What follows belongs to an exercise in optimizing a design on an open flow for small area, a short achievable clock period and few clock cycles; a production flow would make more cautious choices. Only simulation tests tie the RTL to the original design; equivalence was not proved. No activity file was given, so power comes from the tool's default toggle rates.

<file path="design/flow/design.v">
module island_engine (
    input  wire         clk,
    input  wire         rst,
    input  wire         start_valid,
    output wire         start_ready,
    input  wire [63:0]  node_valid,
    input  wire [63:0]  node_lit,
    input  wire [7:0]   min_lit,
    input  wire [6:0]   lit_min,
    input  wire [7:0]   persist,
    input  wire         rebase,
    input  wire         br_valid,
    output wire         br_ready,
    input  wire [5:0]   br_a,
    input  wire [5:0]   br_b,
    input  wire         br_conn,
    input  wire         br_last,
    output reg          done,
    output reg  [6:0]   count,
    output reg  [6:0]   nlit,
    output reg  [6:0]   nvalid,
    output reg  [15:0]  open_br,
    output reg          eval_valid,
    output reg  [1:0]   kind,
    output reg          island_local,
    output reg  [6:0]   base,
    output reg  [6:0]   ref_count,
    output wire [383:0] root,
    output wire [63:0]  counted
);
    localparam S_IDLE = 3'd0;    
    localparam S_BR   = 3'd1;    
    localparam S_BULK = 3'd2;    
    localparam S_CNT  = 3'd3;    
    localparam S_WAIT = 3'd4;    
    localparam S_POST = 3'd5;    
    reg [2:0] state;
    reg       init;              
    reg [5:0]  lab [0:63];
    reg [63:0] t;
    reg [63:0] v;
    reg [63:0] l;
    reg [7:0]  min_lit_q;
    reg [6:0]  lit_min_q;
    reg [7:0]  persist_q;
    reg        a_full;
    reg [5:0]  a_a, a_b;
    reg        a_conn, a_last;
    reg        got_last;         
    reg        r_full, r_first, r_used, r_conn, r_last;
    reg [5:0]  r_a, r_b, r_la, r_lb;
    reg        w_join, w_last;
    reg [5:0]  hi_w, lo_w;
    reg        x_join;
    reg [5:0]  hi_x, lo_x;
    localparam T_NONE = 3'd0, T_V = 3'd1, T_L = 3'd2, T_C = 3'd3, T_S = 3'd4;
    reg [3:0]  grp [0:7];
    reg [2:0]  g_tag;
    reg [5:0]  g_r;
    reg [6:0]  cnt;
    reg [2:0]  c_tag;
    reg [5:0]  c_r;
    reg [3:0]  ph;               
    reg [8:0]  acc;              
    reg        pend_rebase;
    reg [7:0]  up;
    reg [7:0]  down;
    assign start_ready = (state == S_IDLE);
    assign br_ready    = !a_full || (state == S_BR && !got_last);
    assign counted     = l;
    genvar gi;
    generate
        for (gi = 0; gi < 64; gi = gi + 1) begin : g_root
            assign root[6*gi +: 6] = lab[gi];
        end
    endgenerate
    integer i, k;
    wire a_go = (state == S_BR) && a_full && !got_last;
    wire [5:0] ua = r_first ? r_a : r_la;
    wire [5:0] ub = r_first ? r_b : r_lb;
    wire       ax = x_join && (ua == hi_x);
    wire       bx = x_join && (ub == hi_x);
    wire [5:0] ua1 = ax ? lo_x : ua;
    wire [5:0] ub1 = bx ? lo_x : ub;
    wire       aw = w_join && (ax ? (lo_x == hi_w) : (ua == hi_w));
    wire       bw = w_join && (bx ? (lo_x == hi_w) : (ub == hi_w));
    wire [5:0] la = aw ? lo_w : ua1;
    wire [5:0] lb = bw ? lo_w : ub1;
    wire       la_gt = (la > lb);
    wire [5:0] hi_u = la_gt ? la : lb;
    wire [5:0] lo_u = la_gt ? lb : la;
    wire       join_u = r_full && r_used && r_conn && (la != lb);
    reg [63:0] eq;
    always @* begin
        for (i = 0; i < 64; i = i + 1)
            eq[i] = (lab[i] == hi_w);
    end
    wire        in_cnt = (state == S_CNT);
    wire [63:0] v_left = in_cnt ? (v & ~eq) : (v & t);
    reg  [5:0]  first_left;
    always @* begin
        first_left = 6'd0;
        for (i = 63; i >= 0; i = i - 1)
            if (v_left[i]) first_left = i[5:0];
    end
    wire        min1 = (min_lit_q == 8'd1);
    wire [63:0] pc_in = (ph == 4'd0) ? v :
                        l & ({64{ph == 4'd1}} | ({64{state == S_BULK}} & ~t) | ({64{in_cnt}} & eq));
    reg  [3:0]  grp_c [0:7];
    always @* begin
        for (i = 0; i < 8; i = i + 1) begin
            grp_c[i] = 4'd0;
            for (k = 0; k < 8; k = k + 1)
                grp_c[i] = grp_c[i] + {3'd0, pc_in[8*i + k]};
        end
    end
    wire [6:0] grp_sum = ({3'd0, grp[0]} + {3'd0, grp[1]}) + ({3'd0, grp[2]} + {3'd0, grp[3]})
                   + ({3'd0, grp[4]} + {3'd0, grp[5]}) + ({3'd0, grp[6]} + {3'd0, grp[7]});
    wire ge = ({1'b0, cnt} >= min_lit_q);
    wire [2:0]  step = ph[2:0] - 3'd4;
    wire [6:0]  c100 = 7'd100;
    wire [9:0]  t_l = c100[step] ? {3'd0, nlit} : 10'd0;
    wire [9:0]  t_v = lit_min_q[step] ? {3'd0, nvalid} : 10'd0;
    wire [9:0]  acc_s = {acc[8], acc} + t_l - t_v;     
    wire        ev_step = (ph >= 4'd4) && (ph <= 4'd10);
    wire        ev_ready = (ph == 4'd11);
    wire       gt   = (count > ref_count);
    wire       lt   = (count < ref_count);
    wire       p0   = (persist_q == 8'd0);
    wire       upc  = ({1'b0, up} + 9'd1 >= {1'b0, persist_q});
    wire       dnc  = ({1'b0, down} + 9'd1 >= {1'b0, persist_q});
    wire       upf  = gt ? upc : p0;
    wire       dnf  = lt ? dnc : p0;
    wire       cgtb = (count > base);
    wire       rgtb = (ref_count > base);
    always @(posedge clk) begin
        done <= 1'b0;
        init <= 1'b0;
        if (br_valid && br_ready) begin
            a_full <= 1'b1;
            a_a    <= br_a;
            a_b    <= br_b;
            a_conn <= br_conn;
            a_last <= br_last;
        end else if (a_go) begin
            a_full <= 1'b0;
        end
        if (a_go && a_last)
            got_last <= 1'b1;
        r_full  <= a_go;
        r_first <= init;
        r_a     <= a_a;
        r_b     <= a_b;
        r_la    <= lab[a_a];
        r_lb    <= lab[a_b];
        r_used  <= v[a_a] && v[a_b];
        r_conn  <= a_conn;
        r_last  <= a_go && a_last;
        w_join <= join_u;
        w_last <= r_last;
        hi_w   <= hi_u;
        lo_w   <= lo_u;
        if (r_full && r_used && !r_conn)
            open_br <= open_br + 16'd1;
        x_join <= w_join;
        hi_x   <= hi_w;
        lo_x   <= lo_w;
        for (k = 0; k < 64; k = k + 1) begin
            if (init) begin
                lab[k] <= k[5:0];
                t[k]   <= 1'b0;
            end else if (w_join && (eq[k] || lo_w == k[5:0])) begin
                if (eq[k]) lab[k] <= lo_w;
                t[k] <= 1'b1;
            end
        end
        for (i = 0; i < 8; i = i + 1)
            grp[i] <= grp_c[i];
        g_tag <= T_NONE;
        if (state == S_BR || state == S_BULK || state == S_CNT) begin
            if (ph == 4'd0) g_tag <= T_V;
            if (ph == 4'd1) g_tag <= T_L;
        end
        g_r   <= hi_w;
        cnt   <= grp_sum;
        c_tag <= g_tag;
        c_r   <= g_r;
        if (c_tag == T_V) nvalid <= cnt;
        if (c_tag == T_L) nlit   <= cnt;
        if (c_tag == T_S && min1) count <= cnt;
        if (c_tag == T_C && ge) count <= count + 7'd1;
        if (ph != 4'd15 && state != S_IDLE) ph <= ph + 4'd1;
        if (ev_step) acc <= acc_s[9:1];
        if (ev_ready) eval_valid <= (nvalid != 7'd0) && !acc[8];
        for (k = 0; k < 64; k = k + 1) begin
            if (state == S_BULK && !t[k] && !min1)
                l[k] <= 1'b0;
            else if (in_cnt && eq[k])
                l[k] <= 1'b0;
            else if (c_tag == T_C && c_r == k[5:0])
                l[k] <= ge;
        end
        case (state)
            S_IDLE: begin
                if (start_valid) begin
                    v           <= node_valid;
                    l           <= node_lit & node_valid;
                    min_lit_q   <= min_lit;
                    lit_min_q   <= lit_min;
                    persist_q   <= persist;
                    pend_rebase <= pend_rebase | rebase;
                    open_br     <= 16'd0;
                    count       <= 7'd0;
                    got_last    <= 1'b0;
                    init        <= 1'b1;
                    ph          <= 4'd0;
                    acc         <= 9'd0;
                    state       <= S_BR;
                end
            end
            S_BR: begin
                if (w_last)
                    state <= S_BULK;
            end
            S_BULK: begin
                if (ph >= 4'd2) begin
                    g_tag <= T_S;
                    v     <= v_left;
                    hi_w  <= first_left;
                    state <= (v_left == 64'd0) ? S_WAIT : S_CNT;
                end
            end
            S_CNT: begin
                g_tag <= T_C;
                v     <= v_left;
                hi_w  <= first_left;
                if (v_left == 64'd0)
                    state <= S_WAIT;
            end
            S_WAIT: begin
                if (g_tag == T_NONE && ph >= 4'd12)
                    state <= S_POST;
            end
            S_POST: begin
                if (eval_valid) begin
                    if (pend_rebase) begin
                        pend_rebase  <= 1'b0;
                        base         <= count;
                        ref_count    <= count;
                        up           <= 8'd0;
                        down         <= 8'd0;
                        island_local <= 1'b0;
                        kind         <= 2'd3;
                    end else begin
                        up           <= upf ? 8'd0 : gt ? up + 8'd1 : 8'd0;
                        down         <= dnf ? 8'd0 : lt ? down + 8'd1 : 8'd0;
                        if (upf || dnf)
                            ref_count <= count;
                        kind         <= dnf ? 2'd2 : upf ? 2'd1 : 2'd0;
                        island_local <= (upf || dnf) ? cgtb : rgtb;
                    end
                end else begin
                    kind <= 2'd0;
                end
                done  <= 1'b1;
                state <= S_IDLE;
            end
            default: state <= S_IDLE;
        endcase
        if (rst) begin
            state        <= S_IDLE;
            a_full       <= 1'b0;
            r_full       <= 1'b0;
            r_last       <= 1'b0;
            w_join       <= 1'b0;
            w_last       <= 1'b0;
            x_join       <= 1'b0;
            g_tag        <= T_NONE;
            c_tag        <= T_NONE;
            done         <= 1'b0;
            init         <= 1'b0;
            pend_rebase  <= 1'b1;
            up           <= 8'd0;
            down         <= 8'd0;
            base         <= 7'd0;
            ref_count    <= 7'd0;
            island_local <= 1'b0;
        end
    end
endmodule
</file>
<file path="design/flow/run.sh">
#!/bin/bash
# synth_recipe.tcl (not shown) runs the flow's synth.tcl, then flattens the netlist and writes it again
# the make line also repeats each setting of config.mk as NAME=value (left out here)
make -C /OpenROAD-flow-scripts/flow DESIGN_CONFIG=/design/flow/config.mk WORK_HOME=/design/flow/orfs CLKGATE_MAP_FILE= SYNTH_SCRIPT=/design/flow/synth_recipe.tcl finish
</file>
<file path="design/flow/config.mk">
export PLATFORM = sky130hd
export DESIGN_NAME = island_engine
export DESIGN_NICKNAME = island_engine
export VERILOG_FILES = /design/flow/design.v
export SDC_FILE = /design/flow/constraint.sdc
export NUM_CORES = 4
export LEC_CHECK = 0
export CAP_MARGIN = 20
export CORE_MARGIN = 2
export CORE_UTILIZATION = 55
export SETUP_SLACK_MARGIN = 5
export SLEW_MARGIN = 20
</file>
<file path="design/flow/constraint.sdc">
create_clock -name core_clock -period 10.0 [get_ports {clk}]
set_input_delay 2.0000 -clock core_clock [delete_from_list [all_inputs] [get_ports {clk}]]
set_output_delay 2.0000 -clock core_clock [all_outputs]
set_load 0.01 [all_outputs]
</file>
==> metrics.csv, run 1 <==
metric;value;unit
status;did not finish;
Stopped at;5_1_grt;
error message;[ERROR GRT-0116] Global routing finished with congestion. Check the congestion regions in the DRC Viewer.;
sequential share of the synthesized area;36.4;%
GRT Util Overall;74.5;%
Avg Cell Area, Syn;8.38;um^2
CTS H-Tree Depth;3;
Num CTS Buffers;86;
Post-synth EDFFs;118;
largest net degree at the start of global routing;205;
Synth warnings;4;
commonest cells in the netlist;832 x nor2_1, 694 x dfxtp_1, 457 x nand2_1;
Yosys cell types;86;
vias in the first global route;57500;
top cells by area, synth;dfxtp_1 29%, edfxtp_1 7.4%, nor2_1 6.5%;
global route total overflow;3;
area share of the largest cell type after synthesis;29.0;%
routability-driven placement congestion ratio;1.41;
Primary FF master, synth;dfxtp_1;
clk sinks;812;
Post-Syn Area;47800;um^2
Top Ports;676;
leading area contributor after synthesis;dfxtp_1;
row count;108;
global-route wire length before repair;466000;um
DP HPWL;235000;um
Die Wd;299;um
Seq cells post-synth;812;
Synth Instances;5708;
most common cell in the synthesized netlist;nor2_1;
fraction of registers with async set/reset;0;%
CTS Buffer Depth;3;
input/output buffers;675;
DIE HEIGHT;299;um
hold buffer count at cts;0;
Initial Util;55.3;%
Clock Tree Root;clkbuf_16;
through the flow:
stage / instance area (um^2) / worst slack (ps) / util (%) / instances
floorplan: 47800 / 5060 / - / 5708
global placement: 56300 / 4680 / 65.1 / 7391
detailed placement: 56300 / 4650 / 65.1 / 7392
CTS: 59400 / 5040 / 68.7 / 7552
how the worst max path moves through the flow:
stage | depth (start not counted) | to | start
after floorplan | 22 | grp[2][2]$_DFF_P_ | state[0]$_SDFFE_PP0P_
after global placement | 15 | grp[4][2]$_DFF_P_ | hi_w[4]$_DFF_P_
after detailed placement | 15 | grp[4][2]$_DFF_P_ | hi_w[5]$_DFF_P_
after CTS | 19 | hi_w[0]$_DFF_P_ | r_first$_DFF_P_
timing repair:
item | in CTS
pin swaps | 0
setup endpoints to repair | 24
gates resized for setup | 13
setup buffers | 3
layer usage:
layer | GRT overflow | global-route usage (%)
met1 | 0 | 77.0
met2 | 2 | 89.7
met3 | 0 | 60.8
met4 | 1 | 67.6
met5 | 0 | 30.3
cell families after synthesis:
logic type	Yosys count	share of synthesized area [%]
flops	812	36.4
fa+ha+maj	160	5.16
xor+xnor	454	8.33
simple gates	2017	19.3
mux	137	4.01
buf+inv	527	4.61
compound gates	1601	22.2
power groups by stage:
| stage | registers, mW | clock network (mW) | logic [mW] |
|---|---|---|---|
| floorplan | 3.78 | 0 | 3.13 |
| global placement | 4.10 | 0 | 4.24 |
| detailed placement | 4.11 | 0 | 4.44 |
| CTS | 4.00 | 3.43 | 4.64 |
Testbench counts, summed over its fixed seeds: cycles 19,605.
==> run 2, diff against run 1 <==
--- a/design/flow/design.v
+++ b/design/flow/design.v
@@ -52,6 +52,4 @@
     reg        w_join, w_last;
     reg [5:0]  hi_w, lo_w;
-    reg        x_join;
-    reg [5:0]  hi_x, lo_x;
     localparam T_NONE = 3'd0, T_V = 3'd1, T_L = 3'd2, T_C = 3'd3, T_S = 3'd4;
     reg [3:0]  grp [0:7];
@@ -77,25 +75,34 @@
     integer i, k;
     wire a_go = (state == S_BR) && a_full && !got_last;
+    wire [5:0] ra = lab[a_a];
+    wire [5:0] rb = lab[a_b];
     wire [5:0] ua = r_first ? r_a : r_la;
     wire [5:0] ub = r_first ? r_b : r_lb;
-    wire       ax = x_join && (ua == hi_x);
-    wire       bx = x_join && (ub == hi_x);
-    wire [5:0] ua1 = ax ? lo_x : ua;
-    wire [5:0] ub1 = bx ? lo_x : ub;
-    wire       aw = w_join && (ax ? (lo_x == hi_w) : (ua == hi_w));
-    wire       bw = w_join && (bx ? (lo_x == hi_w) : (ub == hi_w));
-    wire [5:0] la = aw ? lo_w : ua1;
-    wire [5:0] lb = bw ? lo_w : ub1;
-    wire       la_gt = (la > lb);
+    wire       aw = w_join && (ua == hi_w);
+    wire       bw = w_join && (ub == hi_w);
+    wire [5:0] la = aw ? lo_w : ua;
+    wire [5:0] lb = bw ? lo_w : ub;
+    wire       g_ab = (ua > ub),    e_ab = (ua != ub);
+    wire       g_aw = (ua > lo_w),  e_aw = (ua != lo_w);
+    wire       g_wb = (lo_w > ub),  e_wb = (lo_w != ub);
+    wire       la_gt = aw ? (!bw && g_wb) : (bw ? g_aw : g_ab);
+    wire       la_ne = aw ? (!bw && e_wb) : (bw ? e_aw : e_ab);
     wire [5:0] hi_u = la_gt ? la : lb;
     wire [5:0] lo_u = la_gt ? lb : la;
-    wire       join_u = r_full && r_used && r_conn && (la != lb);
-    reg [63:0] eq;
+    wire       join_u = r_full && r_used && r_conn && la_ne;
+    reg [63:0] eq, sel, mark;
     always @* begin
-        for (i = 0; i < 64; i = i + 1)
-            eq[i] = (lab[i] == hi_w);
-    end
+        for (i = 0; i < 64; i = i + 1) begin
+            eq[i]   = (lab[i] == hi_w);
+            sel[i]  = init || (w_join && eq[i]);
+            mark[i] = w_join && (eq[i] || lo_w == i[5:0]);
+        end
+    end
+    wire [5:0] lo0 = lo_w & {6{!init}};
+    wire [5:0] lo1 = lo_w | {6{init}};
     wire        in_cnt = (state == S_CNT);
-    wire [63:0] v_left = in_cnt ? (v & ~eq) : (v & t);
+    wire        in_bulk = (state == S_BULK) && (ph[3:1] != 3'd0);
+    wire [63:0] v_clr = in_cnt ? eq : ~t;
+    wire [63:0] v_left = v & ~v_clr;
     reg  [5:0]  first_left;
     always @* begin
@@ -106,5 +113,5 @@
     wire        min1 = (min_lit_q == 8'd1);
     wire [63:0] pc_in = (ph == 4'd0) ? v :
-                        l & ({64{ph == 4'd1}} | ({64{state == S_BULK}} & ~t) | ({64{in_cnt}} & eq));
+                        l & ({64{ph == 4'd1}} | v_clr);
     reg  [3:0]  grp_c [0:7];
     always @* begin
@@ -152,6 +159,6 @@
         r_a     <= a_a;
         r_b     <= a_b;
-        r_la    <= lab[a_a];
-        r_lb    <= lab[a_b];
+        r_la    <= (w_join && ra == hi_w) ? lo_w : ra;
+        r_lb    <= (w_join && rb == hi_w) ? lo_w : rb;
         r_used  <= v[a_a] && v[a_b];
         r_conn  <= a_conn;
@@ -163,15 +170,8 @@
         if (r_full && r_used && !r_conn)
             open_br <= open_br + 16'd1;
-        x_join <= w_join;
-        hi_x   <= hi_w;
-        lo_x   <= lo_w;
         for (k = 0; k < 64; k = k + 1) begin
-            if (init) begin
-                lab[k] <= k[5:0];
-                t[k]   <= 1'b0;
-            end else if (w_join && (eq[k] || lo_w == k[5:0])) begin
-                if (eq[k]) lab[k] <= lo_w;
-                t[k] <= 1'b1;
-            end
+            if (sel[k])
+                lab[k] <= (lo0 & ~k[5:0]) | (lo1 & k[5:0]);
+            t[k] <= !init && (t[k] || mark[k]);
         end
         for (i = 0; i < 8; i = i + 1)
@@ -193,8 +193,7 @@
         if (ev_step) acc <= acc_s[9:1];
         if (ev_ready) eval_valid <= (nvalid != 7'd0) && !acc[8];
+        if (in_cnt || in_bulk) v <= v_left;
         for (k = 0; k < 64; k = k + 1) begin
-            if (state == S_BULK && !t[k] && !min1)
-                l[k] <= 1'b0;
-            else if (in_cnt && eq[k])
+            if ((in_cnt || (in_bulk && !min1)) && v_clr[k])
                 l[k] <= 1'b0;
             else if (c_tag == T_C && c_r == k[5:0])
@@ -224,7 +223,6 @@
             end
             S_BULK: begin
-                if (ph >= 4'd2) begin
+                if (in_bulk) begin
                     g_tag <= T_S;
-                    v     <= v_left;
                     hi_w  <= first_left;
                     state <= (v_left == 64'd0) ? S_WAIT : S_CNT;
@@ -233,5 +231,4 @@
             S_CNT: begin
                 g_tag <= T_C;
-                v     <= v_left;
                 hi_w  <= first_left;
                 if (v_left == 64'd0)
@@ -275,5 +272,4 @@
             w_join       <= 1'b0;
             w_last       <= 1'b0;
-            x_join       <= 1'b0;
             g_tag        <= T_NONE;
             c_tag        <= T_NONE;
--- a/design/flow/config.mk
+++ b/design/flow/config.mk
@@ -8,5 +8,5 @@
 export CAP_MARGIN = 20
 export CORE_MARGIN = 2
-export CORE_UTILIZATION = 55
+export CORE_UTILIZATION = 40
 export SETUP_SLACK_MARGIN = 5
 export SLEW_MARGIN = 20
==> metrics.csv, run 2 <==
metric;value;unit
commonest non-fill, non-tap cell in the layout;clkdlybuf4s50_1;
hold buffer count at cts;0;
largest net degree at the start of global routing;156;
non-filler cells, final;7127;
CP Launch Type;flop;
dpl cells;6874;
leading area contributor after synthesis;edfxtp_1;
worst setup margin;4780;ps
Reg2Reg Setup Slack;4780;ps
vias in the first global route;46100;
slew margin rel.;10.1;%
Yosys cell types;99;
Place WS;4360;ps
Lkg Pwr;22.0;nW
status;finished clean;
Sw Ratio;44.6;%
Post-Syn Area;46500;um^2
internal power;8.63;mW
Top Ports;676;
FF-to-FF Start;a_b[5]$_DFFE_PP_;
CTS tree;built;
CTS H-Tree Depth;3;
Crit Path Max Fanout;35;
row count;125;
period utilization;52.2;%
Synth warnings;4;
Max Slew Vio Count;0;
DR pass1 iterations;9;
drt initial violations;10800;
largest register by flop count;lab;
crit path time final;5220;ps
area share of the largest cell type after synthesis;28.3;%
clock transition at the registers of the reported paths;70;ps
clock latency on the worst-skew pair;740;ps
critical path type;flop to flop;
Num CTS Buffers;87;
Least-Margin Pin Slew;1340;ps
Seq. cell area;20500;um^2
die area;119000;um^2
sequential share of the synthesized area;44.1;%
R2R cell count;11;
top cells by area, synth;edfxtp_1 28%, dfxtp_1 16%, xor2_1 6.6%;
routability-driven placement congestion ratio;1.21;
Flop pwr share;37.3;%
input/output buffers;675;
Routed Antenna Nets;0;
critical path data arrival time;5850;ps
area grow syn2layout;26.9;%
Reg2Reg Capture Point;r_lb[0]$_DFF_P_;
Psw;6.94;mW
setup TNS;0;ps
Peak supply drop;0.298;mV
DIE HEIGHT;345;um
NumNets Final;5793;
Die Wd;345;um
hold slack final;335;ps
WL per Instance;48.7;um
HP Class;flop to flop;
Req. time, crit path;10630;ps
Cell Pwr Density;264;nW/um^2
hold depth;0;
Primary FF master, synth;edfxtp_1;
combinational group share of total power;40.3;%
initial antenna violation count;78;
Largest register FFs;384;
global-route wire length before repair;444000;um
clk sinks;805;
WHS Endpoint;c_r[0]$_DFF_P_;
fraction of registers with async set/reset;0;%
Post-synth EDFFs;438;
hold path start;g_r[0]$_DFF_P_;
detailed-route via count;52000;
Layout fillers;10500;
endpoints failing setup;0;
skew final;51.2;ps
DRT Wirelength;347000;um
CTS Buffer Depth;3;
Vias/cell;7.29;
final hold violation count;0;
Avg Cell Area, Syn;9.73;um^2
most frequent cells in the layout;674 x clkdlybuf4s50_1, 449 x nand2_1, 438 x edfxtp_1;
Synth Instances;4783;
layout cells sized above 1;8.86;%
most common cell in the synthesized netlist;nand2_1;
RSZ-0062 raised after global routing;no;
Clock Power Share;22.4;%
critical path capture point type;flop;
Max Clock Freq;0.192;GHz
Clock Tree Root;clkbuf_16;
GRT Util Overall;56.0;%
MaxCap Viol Count;0;
fin util;51.0;%
Initial Util;40.2;%
Seq cells post-synth;805;
area of the multi-input gates;24500;um^2
DRC;0;
DP HPWL;254000;um
global route total overflow;0;
commonest cells in the netlist;454 x nand2_1, 446 x nor2_1, 438 x edfxtp_1;
Core Area;116000;um^2
[run 2: cell types whose count changed after synthesis, sizes merged, moves of 66 or more]
cell,change
nor2,-382
dfxtp,-327
edfxtp,+320
a21oi,-204
a211o,-192
a22oi,-146
clkbuf,-127
xnor2,-127
xor2,+119
o211ai,-66
[run 2: how the worst max path moves through the flow]
stage | startpoint | endpoint | slack (ps) | cells past startpoint
floorplan | hi_w[1]$_DFF_P_ | grp[0][2]$_DFF_P_ | 5440 | 19
global placement | state[0]$_SDFFE_PP0P_ | grp[3][1]$_DFF_P_ | 4450 | 15
detailed placement | state[0]$_SDFFE_PP0P_ | grp[3][1]$_DFF_P_ | 4360 | 15
CTS | hi_w[5]$_DFF_P_ | grp[0][1]$_DFF_P_ | 5010 | 16
global route | a_b[0]$_DFFE_PP_ | r_lb[0]$_DFF_P_ | 5010 | 12
finish | a_b[5]$_DFFE_PP_ | r_lb[0]$_DFF_P_ | 4780 | 11
[run 2: logic make-up after synthesis]
logic type / synth area share, %
AND/OR/NAND/NOR: 18.2
AO/OA/AOI/OAI: 16.1
XOR/XNOR: 8.40
multiplexers: 3.72
adder cells (fa/ha/maj): 5.63
buffers and inverters: 3.97
flip-flops: 44.1
[run 2: per-layer routing]
metal  share of wire, %  vias up  GRT usage [%]
li1                   -    19100              -
met1                 34    25300           62.1
met2                 39     5816           74.7
met3                 17     1724           33.5
met4                 10       36           47.8
met5               0.26        -           6.28
[run 2: repair_timing]
item | CTS | global route
pin swaps | 1 | 0
cloned | 2 | 0
resized for setup | 29 | 25
setup buffers | 3 | 6
endpoints found under the setup margin | 33 | 29
[run 2: power by group through the flow]
stage	clock network, mW	registers (mW)	logic, mW
finish	3.48	5.81	6.28
global route	3.60	5.64	6.66
CTS	3.46	5.59	5.95
detailed placement	0	5.69	5.80
global placement	0	5.70	5.64
floorplan	0	4.73	3.65
[run 2: area by class of cell]
class	instances	share of cell area, %
clock buffers	119	4.17
well taps	1524	3.23
flip-flops and latches	805	34.8
diodes	81	0.343
multi-input cells	3547	41.6
inverters	164	1.05
clock inverters	41	0.962
repair buffers	846	13.9
[run 2: critical path: stages (launching register included)]
cell	delay, ps
edfxtp_1	770
buf_4	610
nand4bb_1	370
nor2_1	260
a221oi_1	440
nand4_1	300
or4_1	690
o22ai_1	700
xor2_1	190
nand2_1	110
nor4_4	410
mux2i_1	250
[run 2: per-stage QoR]
| stage | cell area (um^2) | power (mW) |
|---|---|---|
| final | 59100 | 15.6 |
| after global routing | 58900 | 15.9 |
| after CTS | 58600 | 15.0 |
| after detailed placement | 55400 | 11.5 |
| after global placement | 55300 | 11.3 |
| after floorplan | 46500 | 8.38 |
Testbench counts of run 2, summed over its fixed seeds: cycles 19,605.
==> run 3, diff against run 2 <==
==> design/flow/flow/run.sh (new file) <==
#!/bin/bash
set -euo pipefail
export SETUP_SLACK_MARGIN=5.5
bash standard.sh > standard_flow.log 2>&1
==> design/flow/standard.sh (new file) <==
#!/bin/bash
# synth_recipe.tcl (not shown) runs the flow's synth.tcl, then flattens the netlist and writes it again
# the make line also repeats each setting of config.mk as NAME=value (left out here)
make -C /OpenROAD-flow-scripts/flow DESIGN_CONFIG=/design/flow/config.mk WORK_HOME=/design/flow/orfs CLKGATE_MAP_FILE= SYNTH_SCRIPT=/design/flow/synth_recipe.tcl "${@:-finish}"
--- a/design/flow/config.mk
+++ b/design/flow/config.mk
@@ -9,4 +9,3 @@
 export CORE_MARGIN = 2
 export CORE_UTILIZATION = 40
-export SETUP_SLACK_MARGIN = 5
 export SLEW_MARGIN = 20
removed: design/flow/run.sh
==> metrics.csv, run 3 <==
metric;value;unit
initial antenna violation count;77;
Reg2Reg Setup Slack;5220;ps
Primary FF master, synth;edfxtp_1;
Clock Tree Root;clkbuf_16;
drt initial violations;9748;
most frequent cells in the layout;674 x clkdlybuf4s50_1, 449 x nand2_1, 438 x edfxtp_1;
vias in the first global route;47100;
dpl cells;6865;
Top Ports;676;
GRT Util Overall;57.8;%
area grow syn2layout;30.0;%
global route total overflow;0;
row count;125;
CP endpoint;r_lb[3]$_DFF_P_;
WL per Instance;49.5;um
global-route wire length before repair;457000;um
critical path capture point type;flop;
DIE HEIGHT;345;um
Reg2Reg Capture Point;r_lb[3]$_DFF_P_;
critical path data arrival time;5410;ps
Req. time, crit path;10630;ps
skew final;58.2;ps
Crit Path Max Fanout;33;
FF-to-FF Start;a_b[1]$_DFFE_PP_;
Seq cells post-synth;805;
Die Wd;345;um
Lkg Pwr;22.7;nW
Largest register FFs;384;
leading area contributor after synthesis;edfxtp_1;
fraction of registers with async set/reset;0;%
area of the multi-input gates;24900;um^2
DP HPWL;262000;um
WL met2;138000;um
Routed Antenna Nets;0;
RSZ-0062 raised after global routing;yes;
slowest CP cell;or4_1;
crit path time final;4780;ps
CTS H-Tree Depth;3;
critical path type;flop to flop;
DRC;0;
Synth Instances;4783;
DR pass1 iterations;9;
setup TNS;0;ps
input/output buffers;675;
routability-driven placement congestion ratio;1.17;
Avg Cell Area, Syn;9.73;um^2
area share of the largest cell type after synthesis;28.3;%
fin util;52.2;%
Yosys cell types;99;
met3 wire length;59600;um
status;finished clean;
largest register by flop count;lab;
top layer in use;met5;
slew margin rel.;13.7;%
Synth warnings;4;
CTS tree;built;
commonest cells in the netlist;454 x nand2_1, 446 x nor2_1, 438 x edfxtp_1;
DRT Wirelength;358000;um
Num CTS Buffers;90;
Core Area;116000;um^2
period utilization;47.8;%
Critical Path Source;a_b[1]$_DFFE_PP_;
clock transition at the registers of the reported paths;70;ps
CP Launch Type;flop;
hold buffer count at cts;0;
HP Class;flop to flop;
top cells by area, synth;edfxtp_1 28%, dfxtp_1 16%, xor2_1 6.6%;
Cell Pwr Density;265;nW/um^2
Crit path top cell by count;buf_4;
hold path start;g_r[5]$_DFF_P_;
Least-Margin Pin Slew;1290;ps
Vias/cell;7.28;
Seq. cell area;20500;um^2
clk sinks;805;
Initial Util;40.2;%
R2R cell count;14;
Post-synth EDFFs;438;
most common cell in the synthesized netlist;nand2_1;
NumNets Final;5898;
non-filler cells, final;7218;
commonest non-fill, non-tap cell in the layout;clkdlybuf4s50_1;
Peak supply drop;0.262;mV
sequential share of the synthesized area;44.1;%
endpoints failing setup;0;
die area;119000;um^2
layout cells sized above 1;11.6;%
Max Clock Freq;0.209;GHz
Metal-1 WL;121000;um
MaxCap Viol Count;0;
critical-path cell list;clkbuf_8 -> buf_8 -> nor2_2 -> buf_4 -> and2_2 -> a22oi_1 -> nand4_1 -> or4_1 -> o32ai_4 -> xor2_1 -> nand2_1 -> nor4_4 -> buf_4 -> mux2i_1;
final hold violation count;0;
Worst path max stage delay;630;ps
Post-Syn Area;46500;um^2
detailed-route via count;52500;
clock latency on the worst-skew pair;750;ps
largest net degree at the start of global routing;167;
CTS Buffer Depth;3;
Layout fillers;10300;
Max Slew Vio Count;0;
[run 3: cell counts after synthesis]
No cell type changed its count.
[run 3: layout make-up]
class / count / share of cell area, %
antenna: 61 / 0.252
clock buffer: 106 / 3.89
clock inverter: 63 / 1.19
inverter: 164 / 1.03
multi-input combinational: 3547 / 41.2
sequential: 805 / 34.0
tap: 1524 / 3.15
timing repair buffer: 948 / 15.3
[run 3: routing by layer]
metal,track usage (%),up-vias
li1,-,19300
met1,64.5,25500
met2,77.2,5888
met3,34.4,1741
met4,49.2,53
met5,2.72,-
[run 3: repair_timing]
action | CTS | global route
buffers inserted | 36 | 81
gates resized for setup | 74 | 65
pin swaps | 2 | 6
gates cloned | 3 | 1
endpoints found under the setup margin | 52 | 35
[run 3: cells by family (layout without fill, tap and decap cells)]
kind of cell               after synthesis  after routing  synth area share, %
and+or+nand+nor                       1709           1711                 18.2
muxes                                  115            115                 3.72
buffers and inverters                  433           1281                 3.97
xor gates and xnor gates               446            446                 8.40
DFF                                    805            805                 44.1
AOI/OAI and AO/OA                     1103           1103                 16.1
adders and majority gates              172            172                 5.63
other                                    0             61                    0
[run 3: critical path: cells and delay by family, from the launching register on]
kind / cells / cell delay, ps
simple gates: 6 / 1810
xor+xnor: 1 / 210
buf+inv: 4 / 1110
flops: 1 / 340
mux: 1 / 210
compound gates: 2 / 750
[run 3: how the worst min path moves through the flow]
stage | depth (start not counted) | slack [ps] | endpoint
detailed placement | 0 | 320 | c_r[5]$_DFF_P_
global route | 0 | 340 | c_r[5]$_DFF_P_
floorplan | 0 | 310 | c_r[0]$_DFF_P_
finish | 0 | 340 | c_r[5]$_DFF_P_
global placement | 0 | 320 | c_r[3]$_DFF_P_
CTS | 0 | 330 | c_r[5]$_DFF_P_
[run 3: stage by stage]
stage	instance area (um^2)	hold WS, ps	power [mW]	setup slack [ps]
3_5_place_dp	55400	316	11.6	4370
3_3_place_gp	55300	320	11.5	4470
2_1_floorplan	46500	310	8.38	5520
4_1_cts	59300	331	15.4	5490
5_1_grt	60300	343	16.3	5420
6_report	60500	335	16.0	5220
[run 3: where the power goes]
part           internal, mW  leakage, nW  switching [mW]
registers              4.24         7.13            1.31
clock network          1.97         1.48            1.58
logic                  2.58         14.1            4.33
total                  8.80         22.7            7.22
==> run 4, diff against run 3 <==
--- a/design/flow/design.v
+++ b/design/flow/design.v
@@ -3,5 +3,5 @@
     input  wire         rst,
     input  wire         start_valid,
-    output wire         start_ready,
+    output reg          start_ready,
     input  wire [63:0]  node_valid,
     input  wire [63:0]  node_lit,
@@ -11,5 +11,5 @@
     input  wire         rebase,
     input  wire         br_valid,
-    output wire         br_ready,
+    output reg          br_ready,
     input  wire [5:0]   br_a,
     input  wire [5:0]   br_b,
@@ -52,4 +52,6 @@
     reg        w_join, w_last;
     reg [5:0]  hi_w, lo_w;
+    reg        x_join;
+    reg [5:0]  hi_x, lo_x;
     localparam T_NONE = 3'd0, T_V = 3'd1, T_L = 3'd2, T_C = 3'd3, T_S = 3'd4;
     reg [3:0]  grp [0:7];
@@ -64,6 +66,4 @@
     reg [7:0]  up;
     reg [7:0]  down;
-    assign start_ready = (state == S_IDLE);
-    assign br_ready    = !a_full || (state == S_BR && !got_last);
     assign counted     = l;
     genvar gi;
@@ -74,18 +74,30 @@
     endgenerate
     integer i, k;
+    wire start_go = start_valid && start_ready;
+    wire a_take   = br_valid && br_ready;
     wire a_go = (state == S_BR) && a_full && !got_last;
-    wire [5:0] ra = lab[a_a];
-    wire [5:0] rb = lab[a_b];
     wire [5:0] ua = r_first ? r_a : r_la;
     wire [5:0] ub = r_first ? r_b : r_lb;
-    wire       aw = w_join && (ua == hi_w);
-    wire       bw = w_join && (ub == hi_w);
-    wire [5:0] la = aw ? lo_w : ua;
-    wire [5:0] lb = bw ? lo_w : ub;
-    wire       g_ab = (ua > ub),    e_ab = (ua != ub);
-    wire       g_aw = (ua > lo_w),  e_aw = (ua != lo_w);
-    wire       g_wb = (lo_w > ub),  e_wb = (lo_w != ub);
-    wire       la_gt = aw ? (!bw && g_wb) : (bw ? g_aw : g_ab);
-    wire       la_ne = aw ? (!bw && e_wb) : (bw ? e_aw : e_ab);
+    wire       ax  = x_join && (ua == hi_x);
+    wire       bx  = x_join && (ub == hi_x);
+    wire       aw  = w_join && (ax ? (lo_x == hi_w) : (ua == hi_w));
+    wire       bw  = w_join && (bx ? (lo_x == hi_w) : (ub == hi_w));
+    wire [1:0] ca  = aw ? 2'd2 : ax ? 2'd1 : 2'd0;
+    wire [1:0] cb  = bw ? 2'd2 : bx ? 2'd1 : 2'd0;
+    wire [5:0] la  = aw ? lo_w : ax ? lo_x : ua;
+    wire [5:0] lb  = bw ? lo_w : bx ? lo_x : ub;
+    reg        la_gt, la_ne;
+    always @* begin
+        case ({ca, cb})
+            {2'd0, 2'd0}: begin la_gt = (ua > ub);     la_ne = (ua != ub);     end
+            {2'd0, 2'd1}: begin la_gt = (ua > lo_x);   la_ne = (ua != lo_x);   end
+            {2'd0, 2'd2}: begin la_gt = (ua > lo_w);   la_ne = (ua != lo_w);   end
+            {2'd1, 2'd0}: begin la_gt = (lo_x > ub);   la_ne = (lo_x != ub);   end
+            {2'd1, 2'd2}: begin la_gt = (lo_x > lo_w); la_ne = (lo_x != lo_w); end
+            {2'd2, 2'd0}: begin la_gt = (lo_w > ub);   la_ne = (lo_w != ub);   end
+            {2'd2, 2'd1}: begin la_gt = (lo_w > lo_x); la_ne = (lo_w != lo_x); end
+            default:      begin la_gt = 1'b0;          la_ne = 1'b0;           end
+        endcase
+    end
     wire [5:0] hi_u = la_gt ? la : lb;
     wire [5:0] lo_u = la_gt ? lb : la;
@@ -115,9 +127,17 @@
                         l & ({64{ph == 4'd1}} | v_clr);
     reg  [3:0]  grp_c [0:7];
+    reg  [7:0]  pb;
+    reg         s0, c0, s1, c1, s2, c2, c3, s4, c4, c5;
     always @* begin
         for (i = 0; i < 8; i = i + 1) begin
-            grp_c[i] = 4'd0;
-            for (k = 0; k < 8; k = k + 1)
-                grp_c[i] = grp_c[i] + {3'd0, pc_in[8*i + k]};
+            pb = pc_in[8*i +: 8];
+            {c0, s0} = {1'b0, pb[0]} + {1'b0, pb[1]} + {1'b0, pb[2]};
+            {c1, s1} = {1'b0, pb[3]} + {1'b0, pb[4]} + {1'b0, pb[5]};
+            {c2, s2} = {1'b0, pb[6]} + {1'b0, pb[7]};
+            {c3, grp_c[i][0]} = {1'b0, s0} + {1'b0, s1} + {1'b0, s2};
+            {c4, s4} = {1'b0, c0} + {1'b0, c1} + {1'b0, c2};
+            {c5, grp_c[i][1]} = {1'b0, s4} + {1'b0, c3};
+            grp_c[i][2] = c4 ^ c5;
+            grp_c[i][3] = c4 & c5;
         end
     end
@@ -141,24 +161,27 @@
     wire       cgtb = (count > base);
     wire       rgtb = (ref_count > base);
+    wire state_idle_n = rst || (state == S_POST) || (state == S_IDLE && !start_go);
+    wire state_br_n   = !rst && ((state == S_IDLE && start_go) || (state == S_BR && !w_last));
+    wire a_full_n     = !rst && (a_take || (a_full && !a_go));
+    wire got_last_n   = start_go ? 1'b0 : (got_last || (a_go && a_last));
     always @(posedge clk) begin
         done <= 1'b0;
         init <= 1'b0;
-        if (br_valid && br_ready) begin
-            a_full <= 1'b1;
+        start_ready <= state_idle_n;
+        br_ready    <= !a_full_n || (state_br_n && !got_last_n);
+        a_full      <= a_full_n;
+        got_last    <= got_last_n;
+        if (a_take) begin
             a_a    <= br_a;
             a_b    <= br_b;
             a_conn <= br_conn;
             a_last <= br_last;
-        end else if (a_go) begin
-            a_full <= 1'b0;
-        end
-        if (a_go && a_last)
-            got_last <= 1'b1;
+        end
         r_full  <= a_go;
         r_first <= init;
         r_a     <= a_a;
         r_b     <= a_b;
-        r_la    <= (w_join && ra == hi_w) ? lo_w : ra;
-        r_lb    <= (w_join && rb == hi_w) ? lo_w : rb;
+        r_la    <= lab[a_a];
+        r_lb    <= lab[a_b];
         r_used  <= v[a_a] && v[a_b];
         r_conn  <= a_conn;
@@ -168,6 +191,13 @@
         hi_w   <= hi_u;
         lo_w   <= lo_u;
+        x_join <= w_join;
+        hi_x   <= hi_w;
+        lo_x   <= lo_w;
         if (r_full && r_used && !r_conn)
             open_br <= open_br + 16'd1;
+        if (init) begin
+            open_br <= 16'd0;
+            count   <= 7'd0;
+        end
         for (k = 0; k < 64; k = k + 1) begin
             if (sel[k])
@@ -202,14 +232,11 @@
         case (state)
             S_IDLE: begin
-                if (start_valid) begin
-                    v           <= node_valid;
-                    l           <= node_lit & node_valid;
-                    min_lit_q   <= min_lit;
-                    lit_min_q   <= lit_min;
-                    persist_q   <= persist;
+                if (start_go) begin
+                    v         <= node_valid;
+                    l         <= node_lit & node_valid;
+                    min_lit_q <= min_lit;
+                    lit_min_q <= lit_min;
+                    persist_q <= persist;
                     pend_rebase <= pend_rebase | rebase;
-                    open_br     <= 16'd0;
-                    count       <= 7'd0;
-                    got_last    <= 1'b0;
                     init        <= 1'b1;
                     ph          <= 4'd0;
@@ -267,9 +294,9 @@
         if (rst) begin
             state        <= S_IDLE;
-            a_full       <= 1'b0;
             r_full       <= 1'b0;
             r_last       <= 1'b0;
             w_join       <= 1'b0;
             w_last       <= 1'b0;
+            x_join       <= 1'b0;
             g_tag        <= T_NONE;
             c_tag        <= T_NONE;
==> design/flow/flow/run.sh (replaced) <==
#!/bin/bash
set -euo pipefail
export SETUP_SLACK_MARGIN=5.5
export BUFFER_PORTS_ARGS="-buffer_cell sky130_fd_sc_hd__buf_1"
bash standard.sh > standard_flow.log 2>&1
==> metrics.csv, run 4 <==
metric;value;unit
row count;125;
final hold violation count;0;
Routed Antenna Nets;0;
Cell Pwr Density;359;nW/um^2
DIE HEIGHT;345;um
fin area;55500;um^2
clk sinks;814;
Req. time, crit path;10490;ps
drt initial violations;9560;
HP Class;flop to flop;
MaxCap Viol Count;0;
combinational group share of total power;45.8;%
Max Clock Freq;0.207;GHz
skew final;43.7;ps
Flop pwr share;35.9;%
Synth warnings;4;
WL per Instance;49.7;um
GRT Util Overall;57.9;%
Seq cells post-synth;814;
die area;119000;um^2
input/output buffers;675;
Lkg Pwr;20.4;nW
CP Launch Type;flop;
area share of the largest cell type after synthesis;28.7;%
Sw Ratio;50.6;%
Place WS;4900;ps
Clock Tree Root;clkbuf_16;
Vias/cell;7.15;
critical path capture point type;flop;
critical path type;flop to flop;
WL met2;139000;um
leading area contributor after synthesis;edfxtp_1;
global route total overflow;0;
largest register by flop count;lab;
RSZ-0062 raised after global routing;yes;
CTS Buffer Depth;3;
crit path time final;4840;ps
DP HPWL;270000;um
sequential share of the synthesized area;44.5;%
top cells by area, synth;edfxtp_1 29%, dfxtp_1 16%, xor2_1 6.0%;
commonest cells in the netlist;475 x nor2_1, 445 x edfxtp_1, 382 x nand2_1;
Core Area;116000;um^2
internal power;9.83;mW
area grow syn2layout;19.0;%
CTS tree;built;
detailed-route via count;51400;
Num CTS Buffers;90;
commonest non-fill, non-tap cell in the layout;buf_1;
layout cells sized above 1;9.57;%
met3 wire length;55200;um
slew margin rel.;9.34;%
dpl cells;6936;
Initial Util;40.2;%
Yosys cell types;96;
status;finished clean;
NumNets Final;5883;
initial antenna violation count;55;
fraction of registers with async set/reset;0;%
Die Wd;345;um
Area after DPL;51700;um^2
Largest register FFs;384;
worst setup margin;5160;ps
Worst path max stage delay;850;ps
clock latency on the worst-skew pair;740;ps
Top Ports;676;
clock transition at the registers of the reported paths;60;ps
Crit path max-delay family;simple AND/OR/NAND/NOR gates;
Post-synth EDFFs;445;
Least-Margin Pin Slew;1350;ps
Metal-1 WL;123000;um
vias in the first global route;46500;
most common cell in the synthesized netlist;nor2_1;
DRC;0;
top layer in use;met5;
critical path data arrival time;5330;ps
fin util;47.9;%
slowest CP cell;a221oi_1;
Psw;10.1;mW
critical-path cell list;nor2b_1 -> nand2_1 -> nor2_1 -> buf_4 -> a22o_1 -> a221oi_1 -> nand3_1 -> nor4_1 -> a21oi_1;
largest net degree at the start of global routing;112;
Synth Instances;4766;
Post-Syn Area;46600;um^2
Peak supply drop;0.379;mV
endpoints failing setup;0;
global-route wire length before repair;458000;um
DR pass1 iterations;10;
non-filler cells, final;7181;
most frequent cells in the layout;674 x buf_1, 449 x nor2_1, 445 x edfxtp_1;
Avg Cell Area, Syn;9.78;um^2
setup TNS;0;ps
DRT Wirelength;357000;um
CTS H-Tree Depth;3;
Crit Path Max Fanout;14;
Primary FF master, synth;edfxtp_1;
period utilization;48.4;%
CP bufs+invs;1;
Clock Power Share;18.4;%
routability-driven placement congestion ratio;1.26;
Max Slew Vio Count;0;
-- run 4: cell count changes after synthesis, sizes merged, moves of 46 or more --
cell and change:
a21oi +78, nand3 -55, a32oi -57, and3 -46
nand2 -72, a22oi +140
-- run 4: timing repair --
action / CTS / global route
endpoints found under the setup margin: 19 / 15
buffers inserted: 3 / 7
pin swaps: 1 / 0
cloned: 1 / 0
gates resized for setup: 8 / 26
hold buffers: 0 / 0
-- run 4: cell type report --
type | instances | area [um^2]
Clock inverter | 53 | 659
Sequential cell | 814 | 20800
Tap cell | 1524 | 1910
Fill cell | 10900 | 60400
Timing Repair Buffer | 903 | 4370
Multi-Input combinational cell | 3548 | 24400
Antenna cell | 56 | 140
Inverter | 166 | 628
Clock buffer | 117 | 2530
-- run 4: worst paths after layout --
check | from | endpoint | slack [ps] | cells past startpoint
setup reg to reg | a_a[2]$_DFFE_PP_ | r_la[1]$_DFF_P_ | 5160 | 9
setup / recovery | a_a[2]$_DFFE_PP_ | r_la[1]$_DFF_P_ | 5160 | 9
hold reg to reg | a_conn$_DFFE_PP_ | r_conn$_DFF_P_ | 380 | 0
hold / removal | a_conn$_DFFE_PP_ | r_conn$_DFF_P_ | 380 | 0
-- run 4: cells by family after synthesis --
group	Yosys count	share of synthesized area [%]
simple gates	1503	15.2
compound gates	1324	19.0
flops	814	44.5
xor+xnor	443	8.32
buf+inv	405	3.74
fa+ha+maj	190	6.10
mux	87	3.18
-- run 4: worst reg2reg max path, delay by kind of cell, from the launching register on --
family / cells / cell delay [ps]
and+or+nand+nor: 5 / 2070
AOI/OAI and AO/OA: 3 / 1470
buffers and inverters: 1 / 200
DFF: 1 / 830
-- run 4: layer usage --
metal	vias to the layer above	GRT usage [%]
met5	-	3.36
met4	34	51.9
met3	1560	30.5
met2	5414	77.7
met1	25100	65.8
li1	19300	-
-- run 4: power groups by stage --
| stage | Sequential [mW] | Combinational (mW) | Clock, mW |
|---|---|---|---|
| after global placement | 6.97 | 8.26 | 0 |
| after global routing | 6.94 | 9.56 | 3.77 |
| after floorplan | 5.62 | 5.21 | 0 |
| final | 7.15 | 9.12 | 3.66 |
| after detailed placement | 6.95 | 8.45 | 0 |
| after CTS | 6.86 | 8.62 | 3.63 |
-- run 4: per-stage QoR --
stage | hold WS [ps] | power (mW)
5_1_grt | 396 | 20.3
6_report | 375 | 19.9
3_5_place_dp | 368 | 15.4
4_1_cts | 377 | 19.1
2_1_floorplan | 323 | 10.8
3_3_place_gp | 371 | 15.2
Testbench counts of run 4, summed over its fixed seeds: cycles 19,605.
==> run 5, diff against run 4 <==
==> design/flow/flow/run.sh (replaced) <==
#!/bin/bash
set -euo pipefail
export SETUP_SLACK_MARGIN=5.8
export BUFFER_PORTS_ARGS="-buffer_cell sky130_fd_sc_hd__buf_1"
bash standard.sh > standard_flow.log 2>&1
==> metrics.csv, run 5 <==
metric;value;unit
status;finished clean;
Largest register FFs;384;
area grow syn2layout;19.5;%
input/output buffers;675;
vias in the first global route;46500;
skew final;43.4;ps
NumNets Final;5898;
Avg Cell Area, Syn;9.78;um^2
setup TNS;0;ps
CTS Buffer Depth;3;
WL per Instance;49.8;um
layout cells sized above 1;10.1;%
Seq cells post-synth;814;
slowest CP cell;edfxtp_1;
clock transition at the registers of the reported paths;70;ps
largest register by flop count;lab;
total power;20.1;mW
hold depth;0;
Clock Tree Root;clkbuf_16;
R2R cell count;8;
top cells by area, synth;edfxtp_1 29%, dfxtp_1 16%, xor2_1 6.0%;
critical path data arrival time;5220;ps
endpoints failing setup;0;
met3 Track Usage GR;30.0;%
FF-to-FF Start;a_a[2]$_DFFE_PP_;
initial antenna violation count;50;
non-filler cells, final;7189;
Post-synth EDFFs;445;
critical-path cell list;nor2b_1 -> nand2_1 -> nor2_1 -> a221oi_1 -> nand3_1 -> nor4_1 -> buf_4 -> a21oi_1;
Primary FF master, synth;edfxtp_1;
Place WS;4900;ps
Initial Util;40.2;%
dpl cells;6936;
DP HPWL;270000;um
row count;125;
die area;119000;um^2
met1 Track Usage GR;66.5;%
slew margin rel.;12.0;%
drt initial violations;10100;
commonest cells in the netlist;475 x nor2_1, 445 x edfxtp_1, 382 x nand2_1;
Max Clock Freq;0.216;GHz
Vias/cell;7.21;
GRT Util Overall;58.0;%
DRC;0;
WHS Endpoint;r_conn$_DFF_P_;
Cell Pwr Density;360;nW/um^2
HP Class;flop to flop;
area share of the largest cell type after synthesis;28.7;%
most frequent cells in the layout;674 x buf_1, 445 x nor2_1, 445 x edfxtp_1;
clk sinks;814;
worst setup margin;5360;ps
detailed-route via count;51800;
Least-Margin Pin Slew;1320;ps
critical path capture point type;flop;
critical path type;flop to flop;
largest net degree at the start of global routing;112;
fin util;48.1;%
sequential share of the synthesized area;44.5;%
Layout fillers;10900;
GR Util met2;77.7;%
RSZ-0062 raised after global routing;yes;
Top Ports;676;
Area after DPL;51700;um^2
global route total overflow;0;
Routed Antenna Nets;0;
Num CTS Buffers;90;
Lkg Pwr;20.5;nW
period utilization;46.4;%
most common cell in the synthesized netlist;nor2_1;
global-route wire length before repair;459000;um
Core Area;116000;um^2
DIE HEIGHT;345;um
DRT Wirelength;358000;um
hold path start;a_conn$_DFFE_PP_;
Peak supply drop;0.377;mV
Die Wd;345;um
final hold violation count;0;
hold slack final;371;ps
fraction of registers with async set/reset;0;%
MaxCap Viol Count;0;
Synth Instances;4766;
leading area contributor after synthesis;edfxtp_1;
fin area;55700;um^2
crit path time final;4640;ps
Synth warnings;4;
Yosys cell types;96;
Reg2Reg Setup Slack;5360;ps
CTS tree;built;
DR pass1 iterations;10;
Crit Path Max Fanout;13;
Req. time, crit path;10580;ps
CTS H-Tree Depth;3;
CP Launch Type;flop;
Post-Syn Area;46600;um^2
commonest non-fill, non-tap cell in the layout;buf_1;
Max Slew Vio Count;0;
clock latency on the worst-skew pair;740;ps
Reg2Reg Capture Point;r_la[2]$_DFF_P_;
routability-driven placement congestion ratio;1.26;
Worst path max stage delay;1090;ps
gr busiest metal;met2;
[run 5: changes by cell type in the layout (fill, tap and decap cells not counted), moves of 4 or more]
cell / previous run / this run
diode_2: 56 / 49
buf_12: 4 / 10
buf_4: 211 / 217
mux2i_1: 30 / 25
mux2i_2: 2 / 7
nor2_1: 449 / 445
[run 5: worst max path at each step]
stage                                startpoint                     to  slack (ps)  depth (start not counted)
after floorplan           state[2]$_SDFFE_PP0P_      grp[2][2]$_DFF_P_        6040                         18
after global placement          hi_w[2]$_DFF_P_  state[1]$_SDFFE_PP0P_        4930                         10
after detailed placement        hi_w[2]$_DFF_P_  state[1]$_SDFFE_PP0P_        4900                         10
after CTS                 state[0]$_SDFFE_PP0P_      grp[1][2]$_DFF_P_        5780                         12
after global routing       lab[60][2]$_DFFE_PP_      grp[7][2]$_DFF_P_        5760                         13
final                          a_a[2]$_DFFE_PP_        r_la[2]$_DFF_P_        5360                          8
[run 5: what timing repair did]
| item | CTS | global route |
|---|---|---|
| endpoints found under the setup margin | 44 | 30 |
| pin swaps | 2 | 2 |
| hold buffers | 0 | 0 |
| cloned | 1 | 1 |
| buffers inserted | 11 | 12 |
| gates resized for setup | 24 | 40 |
[run 5: worst max-delay path: cells and delay by family (launching register included)]
family	cells	cell delay, ps
AOI/OAI and AO/OA	2	770
buffers and inverters	1	300
DFF	1	1090
and+or+nand+nor	5	2280
[run 5: layer usage]
layer / share of wire, % / routed length (um)
met1: 34 / 123000
met5: 0.11 / 398
met4: 11 / 40400
met3: 16 / 56100
met2: 39 / 138000
[run 5: cell type report]
cell class | instances | area (um^2) | area share (%)
Clock inverter | 53 | 659 | 1.18
Sequential cell | 814 | 20800 | 37.3
Timing Repair Buffer | 917 | 4550 | 8.17
Tap cell | 1524 | 1910 | 3.42
Multi-Input combinational cell | 3549 | 24500 | 44.0
Inverter | 166 | 628 | 1.13
Clock buffer | 117 | 2530 | 4.54
Antenna cell | 49 | 123 | 0.220
[run 5: logic make-up (layout without fill, tap and decap cells)]
group | Yosys count | in the layout | synth area share (%)
adder cells (fa/ha/maj) | 190 | 190 | 6.10
other | 0 | 49 | 0
AO/OA/AOI/OAI | 1324 | 1324 | 19.0
flip-flops | 814 | 814 | 44.5
multiplexers | 87 | 87 | 3.18
XOR/XNOR | 443 | 443 | 8.32
AND/OR/NAND/NOR | 1503 | 1505 | 15.2
buffers and inverters | 405 | 1253 | 3.74
[run 5: power by group]
| group | total (mW) | switching, mW | leakage (nW) | internal [mW] |
|---|---|---|---|---|
| sequential | 7.10 | 2.32 | 7.18 | 4.78 |
| combinational | 9.31 | 6.27 | 11.8 | 3.04 |
| clock | 3.66 | 1.56 | 1.55 | 2.09 |
| total | 20.1 | 10.2 | 20.5 | 9.91 |
==> run 6, diff against run 5 <==
--- a/design/flow/design.v
+++ b/design/flow/design.v
@@ -37,5 +37,5 @@
     reg [2:0] state;
     reg       init;              
-    reg [5:0]  lab [0:63];
+    wire [383:0] lab;
     reg [63:0] t;
     reg [63:0] v;
@@ -67,10 +67,5 @@
     reg [7:0]  down;
     assign counted     = l;
-    genvar gi;
-    generate
-        for (gi = 0; gi < 64; gi = gi + 1) begin : g_root
-            assign root[6*gi +: 6] = lab[gi];
-        end
-    endgenerate
+    assign root = lab;
     integer i, k;
     wire start_go = start_valid && start_ready;
@@ -106,5 +101,5 @@
     always @* begin
         for (i = 0; i < 64; i = i + 1) begin
-            eq[i]   = (lab[i] == hi_w);
+            eq[i]   = (lab[6*i +: 6] == hi_w);
             sel[i]  = init || (w_join && eq[i]);
             mark[i] = w_join && (eq[i] || lo_w == i[5:0]);
@@ -113,4 +108,25 @@
     wire [5:0] lo0 = lo_w & {6{!init}};
     wire [5:0] lo1 = lo_w | {6{init}};
+    genvar gi;
+    generate
+        for (gi = 0; gi < 64; gi = gi + 1) begin : g_lab
+            localparam integer W = (gi < 2) ? gi : (gi < 4) ? 2 : (gi < 8) ? 3 :
+                                   (gi < 16) ? 4 : (gi < 32) ? 5 : 6;
+            if (W == 0) begin : g_zero
+                assign lab[6*gi +: 6] = 6'd0;
+            end else begin : g_bits
+                wire [5:0] idx = gi;
+                wire [5:0] nl  = (lo0 & ~idx) | (lo1 & idx);
+                reg  [W-1:0] q;
+                always @(posedge clk)
+                    if (sel[gi]) q <= nl[W-1:0];
+                if (W == 6) begin : g_full
+                    assign lab[6*gi +: 6] = q;
+                end else begin : g_part
+                    assign lab[6*gi +: 6] = {{(6-W){1'b0}}, q};
+                end
+            end
+        end
+    endgenerate
     wire        in_cnt = (state == S_CNT);
     wire        in_bulk = (state == S_BULK) && (ph[3:1] != 3'd0);
@@ -182,6 +198,6 @@
         r_a     <= a_a;
         r_b     <= a_b;
-        r_la    <= lab[a_a];
-        r_lb    <= lab[a_b];
+        r_la    <= lab[6*a_a +: 6];
+        r_lb    <= lab[6*a_b +: 6];
         r_used  <= v[a_a] && v[a_b];
         r_conn  <= a_conn;
@@ -200,9 +216,6 @@
             count   <= 7'd0;
         end
-        for (k = 0; k < 64; k = k + 1) begin
-            if (sel[k])
-                lab[k] <= (lo0 & ~k[5:0]) | (lo1 & k[5:0]);
+        for (k = 0; k < 64; k = k + 1)
             t[k] <= !init && (t[k] || mark[k]);
-        end
         for (i = 0; i < 8; i = i + 1)
             grp[i] <= grp_c[i];
==> design/flow/flow/run.sh (replaced) <==
#!/bin/bash
set -euo pipefail
export SETUP_SLACK_MARGIN=6.2
export BUFFER_PORTS_ARGS="-buffer_cell sky130_fd_sc_hd__buf_1"
bash standard.sh > standard_flow.log 2>&1
==> metrics.csv, run 6 <==
metric;value;unit
Initial Util;40.2;%
Layout fillers;10600;
fraction of registers with async set/reset;0;%
DIE HEIGHT;339;um
largest register by flop count;g_lab.g_bits.q;
Reg2Reg Setup Slack;6160;ps
Crit Path Max Fanout;22;
largest net degree at the start of global routing;109;
combinational group share of total power;43.3;%
detailed-route via count;39300;
critical path data arrival time;4410;ps
non-filler cells, final;6319;
layout cells sized above 1;13.0;%
top cells by area, synth;edfxtp_1 26%, dfxtp_1 16%, mux4_2 12%;
DRT Wirelength;198000;um
status;finished clean;
input/output buffers;612;
Synth Instances;4204;
Avg Cell Area, Syn;10.7;um^2
drt initial violations;5011;
dpl cells;6126;
leading area contributor after synthesis;edfxtp_1;
Post-Syn Area;45000;um^2
critical path type;flop to flop;
crit path time final;3840;ps
vias in the first global route;37700;
Post-synth EDFFs;382;
Psw;5.96;mW
Routed Antenna Nets;0;
row count;123;
clk sinks;751;
Least-Margin Pin Slew;1290;ps
commonest cells in the netlist;382 x edfxtp_1, 369 x dfxtp_1, 366 x nand2_1;
initial antenna violation count;16;
clock transition at the registers of the reported paths;60;ps
Flop pwr share;33.0;%
Top Ports;676;
slew margin rel.;13.6;%
area share of the largest cell type after synthesis;25.5;%
Peak supply drop;0.247;mV
CP Launch Type;flop;
Synth warnings;3;
Sw Ratio;42.2;%
Primary FF master, synth;edfxtp_1;
area grow syn2layout;15.8;%
period utilization;38.4;%
fin util;46.5;%
die area;115000;um^2
MaxCap Viol Count;0;
DP HPWL;146000;um
global route total overflow;0;
commonest non-fill, non-tap cell in the layout;buf_1;
global-route wire length before repair;279000;um
sequential share of the synthesized area;41.9;%
Clock Tree Root;clkbuf_16;
Largest register FFs;321;
HP Class;flop to flop;
Critical Path Source;hi_w[0]$_DFF_P_;
Max Slew Vio Count;0;
clock latency on the worst-skew pair;720;ps
hold buffer count at cts;0;
endpoints failing setup;0;
skew final;50.3;ps
internal power;8.17;mW
Max Clock Freq;0.260;GHz
Die Wd;339;um
WL per Instance;31.4;um
FF-to-FF Start;hi_w[0]$_DFF_P_;
DRC;0;
hold depth;0;
DR pass1 iterations;6;
Vias/cell;6.22;
Reg2Reg Capture Point;grp[7][2]$_DFF_P_;
critical path capture point type;flop;
CP endpoint;grp[7][2]$_DFF_P_;
setup TNS;0;ps
NumNets Final;5106;
RSZ-0062 raised after global routing;no;
final hold violation count;0;
Core Area;112000;um^2
Num CTS Buffers;86;
most common cell in the synthesized netlist;edfxtp_1;
routability-driven placement congestion ratio;1.00;
hold path start;a_conn$_DFFE_PP_;
Yosys cell types;98;
GRT Util Overall;33.5;%
CTS tree;built;
Cell Pwr Density;271;nW/um^2
Lkg Pwr;19.1;nW
CTS H-Tree Depth;3;
Seq cells post-synth;751;
CTS Buffer Depth;3;
most frequent cells in the layout;611 x buf_1, 382 x edfxtp_1, 364 x nand2_1;
Req. time, crit path;10570;ps
R2R cell count;13;
Clock Power Share;23.7;%
==> run 6: cell types whose count changed in the layout (fill, tap and decap cells not counted), sizes merged, moves of 60 or more <==
cell / before / now
a22oi: 293 / 10
nor2: 475 / 268
mux4: 43 / 247
buf: 913 / 710
o21ai: 274 / 195
nand4: 100 / 26
xor2: 321 / 247
conb: 0 / 63
edfxtp: 445 / 382
nor3: 41 / 103
o31ai: 6 / 66
==> run 6: worst min path at each step <==
stage                                end  slack, ps
after floorplan           r_conn$_DFF_P_        320
after global placement    r_conn$_DFF_P_        330
after detailed placement  r_conn$_DFF_P_        340
after CTS                 r_conn$_DFF_P_        350
after global routing      r_conn$_DFF_P_        370
final                     r_conn$_DFF_P_        350
==> run 6: final cells by class <==
type                            instances  area [um^2]  share of cell area (%)
Antenna cell                            3         7.51                  0.0144
Clock buffer                          117         2460                    4.72
Clock inverter                         41          512                   0.982
Inverter                              153          582                    1.12
Multi-Input combinational cell       3040        24400                    46.8
Sequential cell                       751        18900                    36.3
Tap cell                             1500         1880                    3.60
Timing Repair Buffer                  714         3380                    6.50
==> run 6: kinds of logic after synthesis <==
family | count (synthesis) | synth area share (%)
xor+xnor | 385 | 7.51
mux | 313 | 14.0
fa+ha+maj | 190 | 6.32
flops | 751 | 41.9
compound gates | 808 | 11.0
simple gates | 1279 | 14.0
buf+inv | 477 | 5.22
other cells | 1 | 0.00834
==> run 6: worst max-delay path: stages (launching register included) <==
cell	delay, ps
dfxtp_4	380
buf_4	180
bufbuf_16	330
xor2_1	180
nor2_1	400
a31oi_1	470
nand2_1	180
and3_1	170
a21oi_1	50
fa_1	510
inv_1	50
fa_1	360
ha_1	210
ha_1	260
==> run 6: routing by layer <==
layer,vias to the layer above,global-route usage [%],wire (um)
met1,19500,41.2,72100
met3,670,8.42,21300
met4,8,21.9,15700
met5,-,0,61
met2,2743,52.2,89300
li1,16400,-,-
==> run 6: through the flow <==
| stage | setup slack, ps | power, mW | area, um^2 | hold slack (ps) |
|---|---|---|---|---|
| after floorplan | 6210 | 8.21 | 45200 | 323 |
| after global placement | 5340 | 10.2 | 48300 | 332 |
| after detailed placement | 5370 | 10.3 | 48300 | 337 |
| after CTS | 6200 | 13.9 | 51800 | 351 |
| after global routing | 6200 | 14.8 | 52100 | 374 |
| final | 6160 | 14.1 | 52100 | 348 |
==> run 6: power by group through the flow <==
stage | sequential [mW] | combinational, mW | clock [mW]
after floorplan | 4.37 | 3.83 | 0
after global placement | 4.82 | 5.37 | 0
after detailed placement | 4.82 | 5.45 | 0
after CTS | 4.64 | 5.90 | 3.37
after global routing | 4.68 | 6.62 | 3.50
final | 4.67 | 6.11 | 3.35
==> run 6: what timing repair did <==
action	in CTS	in global routing
endpoints found under the hold margin	0	0
gates cloned	4	1
setup buffers	25	1
gates resized for setup	57	38
pin swaps	2	8
setup endpoints to repair	53	36
Testbench counts of run 6, summed over its fixed seeds: cycles 19,605.

## afterwards: timing with drivers on the ports
No port has a modelled driver above. Below, the same layouts with a new extraction and two added sets of constraints. Step 1 assumes that a clkbuf_16 drives the clock port and a buf_2 every other input. Step 2 also shifts input and output timing later by t, the mid clock arrival at the registers, as if the neighbouring blocks saw the same clock. Three values: ideal ports, drivers, drivers and shift; two values: the first two.
run | t (ns) | setup slack, ns | latest minus earliest clock arrival (ns) | pins driven straight from the clock port
run 2 | 0.800 | 4.782 / 4.782 / 4.782 | 0.052 / 0.051 | 1
run 3 | 0.816 | 5.217 / 5.217 / 5.217 | 0.061 / 0.060 | 1
run 4 | 0.815 | 5.160 / 5.160 / 5.160 | 0.045 / 0.045 | 1
run 5 | 0.810 | 5.361 / 5.361 / 5.175 | 0.045 / 0.045 | 1
run 6 | 0.768 | 6.156 / 6.156 / 5.696 | 0.055 / 0.055 | 1
After both steps setup and hold are still met in every run listed. The setup slack of run 6, which loses most, moves by 0.000 ns with the drivers and by -0.460 ns with both steps.
